From an optimization exercise on the open Yosys and OpenROAD flow, aimed at small area, a short achievable clock period and few clock cycles per item; shortcuts taken in it are not production practice. The RTL was checked by simulation tests, not by an equivalence proof against the original design. No activity file was given, so power comes from the tool's default toggle rates.

## job 666
Design sha2_digest, start of the top module:
module sha2_digest (
  input  wire         clk,
  input  wire         rst,         
  input  wire         start,       
  input  wire [1:0]   alg,         
  input  wire [47:0]  msg_len,     
  input  wire         in_valid,
  input  wire [63:0]  in_data,     
  output wire         in_ready,
  output wire         done,
  output wire [511:0] digest       
);
For scale: roughly 13,000 cells after synthesis, roughly 2,200 flip-flops, roughly 130,000 um2 of cells after synthesis.
clock: 10.0 ns
lec_check: 0
cap_margin: 30
core_margin: 2
core_utilization: 45
cts_cluster_diameter: 100
cts_cluster_size: 25
place_density: 0.55
setup_slack_margin: 5
slew_margin: 30
synth_memory_max_bits: 8192
standard.sh (not shown) runs the stock make flow with config.mk's settings and CLKGATE_MAP_FILE= SYNTH_SCRIPT=/design/flow/synth_recipe.tcl, a recipe that flattens the netlist after the stock synthesis.
==> flow/flow/run.sh <==
#!/bin/bash
set -euo pipefail
bash standard.sh "BUFFER_PORTS_ARGS=-buffer_cell sky130_fd_sc_hd__buf_1" finish > standard_flow.log 2>&1
Job 666 finished all stages; the layout is clean.
Testbench counts of job 666, summed over its fixed seeds: cycles 89,946, bytes 107,673.
Inputs modified between job 666 and job 1633:
- a deleted CTS_CLUSTER_DIAMETER that had been 100
- a change of PLACE_DENSITY from 0.55 to 0.58
- a deleted CTS_CLUSTER_SIZE that had been 25
- a change of CORE_UTILIZATION from 45 to 48
Job 1633 against job 666: initial core utilization rose by 2.9 points, minimum clock period after layout fell by 0.047 ns.
The average detailed-routed wire length per instance number comes out higher for job 666 vs job 1633.
Detailed-route wire length sits lower in job 1633 than in job 666.
Maximum frequency: job 1633 and job 666 compared, higher one is job 1633
## Diff of input files: job 1412 against job 1633
- PLACE_DENSITY now 0.55, was 0.58
- CORE_UTILIZATION now 45, was 48
==> flow/run.sh (new file) <==
#!/bin/bash
# synth_recipe.tcl (not shown) runs the flow's synth.tcl, then flattens the netlist and writes it again
# the make line also repeats each setting of config.mk as NAME=value (left out here)
make -C /OpenROAD-flow-scripts/flow DESIGN_CONFIG=/design/flow/config.mk WORK_HOME=/design/flow/orfs CLKGATE_MAP_FILE= SYNTH_SCRIPT=/design/flow/synth_recipe.tcl finish
removed: flow/flow/run.sh
removed: flow/standard.sh
Results
On maximum frequency, job 1633 and job 1412 are basically level. Cmp job 1412 vs job 1633: pin count of the biggest net entering global routing higher in job 1412. For job 1633, the endpoint of the most critical setup path was a[62]$_DFFE_PP_, unlike job 1412, where it was a[63]$_DFFE_PP_. When the final numbers for job 1633 and job 1412 were put side by side, the number of vias per cell turned out to be greater in job 1633. Job 1633 → job 1412: count of non-filler cells in the finished layout rose 1.6%, clock network power share now sits higher.
What job 5684 does differently from job 1412 at the input level:
- an added CTS_CLUSTER_DIAMETER of 100
- a change of PLACE_DENSITY from 0.55 to 0.58
- a change of CORE_UTILIZATION from 45 to 48
- an added CTS_CLUSTER_SIZE of 25
==> flow/flow/run.sh (new file) <==
#!/bin/bash
set -euo pipefail
bash standard.sh "BUFFER_PORTS_ARGS=-buffer_cell sky130_fd_sc_hd__buf_1" finish > standard_flow.log 2>&1
==> flow/standard.sh (new file) <==
#!/bin/bash
# synth_recipe.tcl (not shown) runs the flow's synth.tcl, then flattens the netlist and writes it again
# the make line also repeats each setting of config.mk as NAME=value (left out here)
make -C /OpenROAD-flow-scripts/flow DESIGN_CONFIG=/design/flow/config.mk WORK_HOME=/design/flow/orfs CLKGATE_MAP_FILE= SYNTH_SCRIPT=/design/flow/synth_recipe.tcl "${@:-finish}"
removed: flow/run.sh
==> comparison <==
For final non-filler cell area, dividing the value from job 1412 by the value from job 5684 gives 1.05. Weighted congestion at the end of routability-driven global placement: job 5684 vs job 1412 up about 2%. Switching part of the total power in job 5684 is 1.5 points above job 1412. Re shortest period the worst path allows: job 5684 is 0.0055 ns up on job 1412. Job 5684 against job 1412; die area is down by a few percent.
The inputs of job 4500 differ from those of job 5684 as listed below.
- swapping 48 for 45 in CORE_UTILIZATION
- clearing CTS_CLUSTER_DIAMETER, which used to be 100
- clearing CTS_CLUSTER_SIZE, which used to be 25
- swapping 0.58 for 0.55 in PLACE_DENSITY
Results
Number of vias in the routed layout, job 5684 and job 4500: smaller value in job 5684
Summary — antenna diode instance count, job 4500 relative to job 5684: higher, by 16.
Synthesized netlist cell count of job 4500 is on par with job 5684.
Job 4500 gives more total power density per cell area than job 5684 did.
Cell row count came out higher on job 4500 than on job 5684.
Job 4500 vs job 5684: worst-case setup slack after placement down in job 4500
Compared with job 5684, job 4500 shows a met3 track demand over resource that is 0.42 points higher.
The count of TritonRoute iterations in the first routing pass number comes out higher for job 5684 vs job 4500.
Re final-layout clock buffer total: job 5684 was lower than job 4500.
From job 5684 to job 4500 the numbers moved as follows: reg-to-reg setup timing slack lower, met1 layer wirelength in the final routing higher.

-- afterwards: timing with drivers on the ports --
No port has a modelled driver above. Below, the same layouts with a new extraction and two added sets of constraints.
Step 1, drivers: a clkbuf_16 drives clk and a buf_2 each remaining input, both assumed.
Step 2 adds t to the input delays and takes it off the output delays; t is the mean of the earliest and latest rising clock arrival at the registers after step 1. Input paths then give back, and output paths get back, about the clock's delay inside the block.
a / b / c = no drivers / after step 1 / after step 2; a / b = the first two.
run | t (ns) | setup slack, ns | hold slack, ns | worst setup path at the end | worst slew at a driven data input, ns
job 666 | 1.048 | 4.276 / 4.276 / 4.276 | 0.360 / 0.360 / 0.360 | register to register | 0.05
job 1633 | 1.022 | 4.324 / 4.324 / 3.946 | 0.324 / 0.324 / 0.324 | input to register | 0.05
job 1412 | 1.057 | 4.336 / 4.336 / 4.140 | 0.345 / 0.345 / 0.345 | input to register | 0.11
job 5684 | 1.039 | 4.331 / 4.331 / 4.010 | 0.332 / 0.332 / 0.332 | input to register | 0.05
job 4500 | 1.050 | 4.251 / 4.251 / 4.251 | 0.362 / 0.362 / 0.362 | register to register | 0.05
After both steps every run listed still meets setup and hold. For job 1633, which loses most, drivers alone change the setup slack by 0.000 ns; drivers and shift together by -0.378 ns.
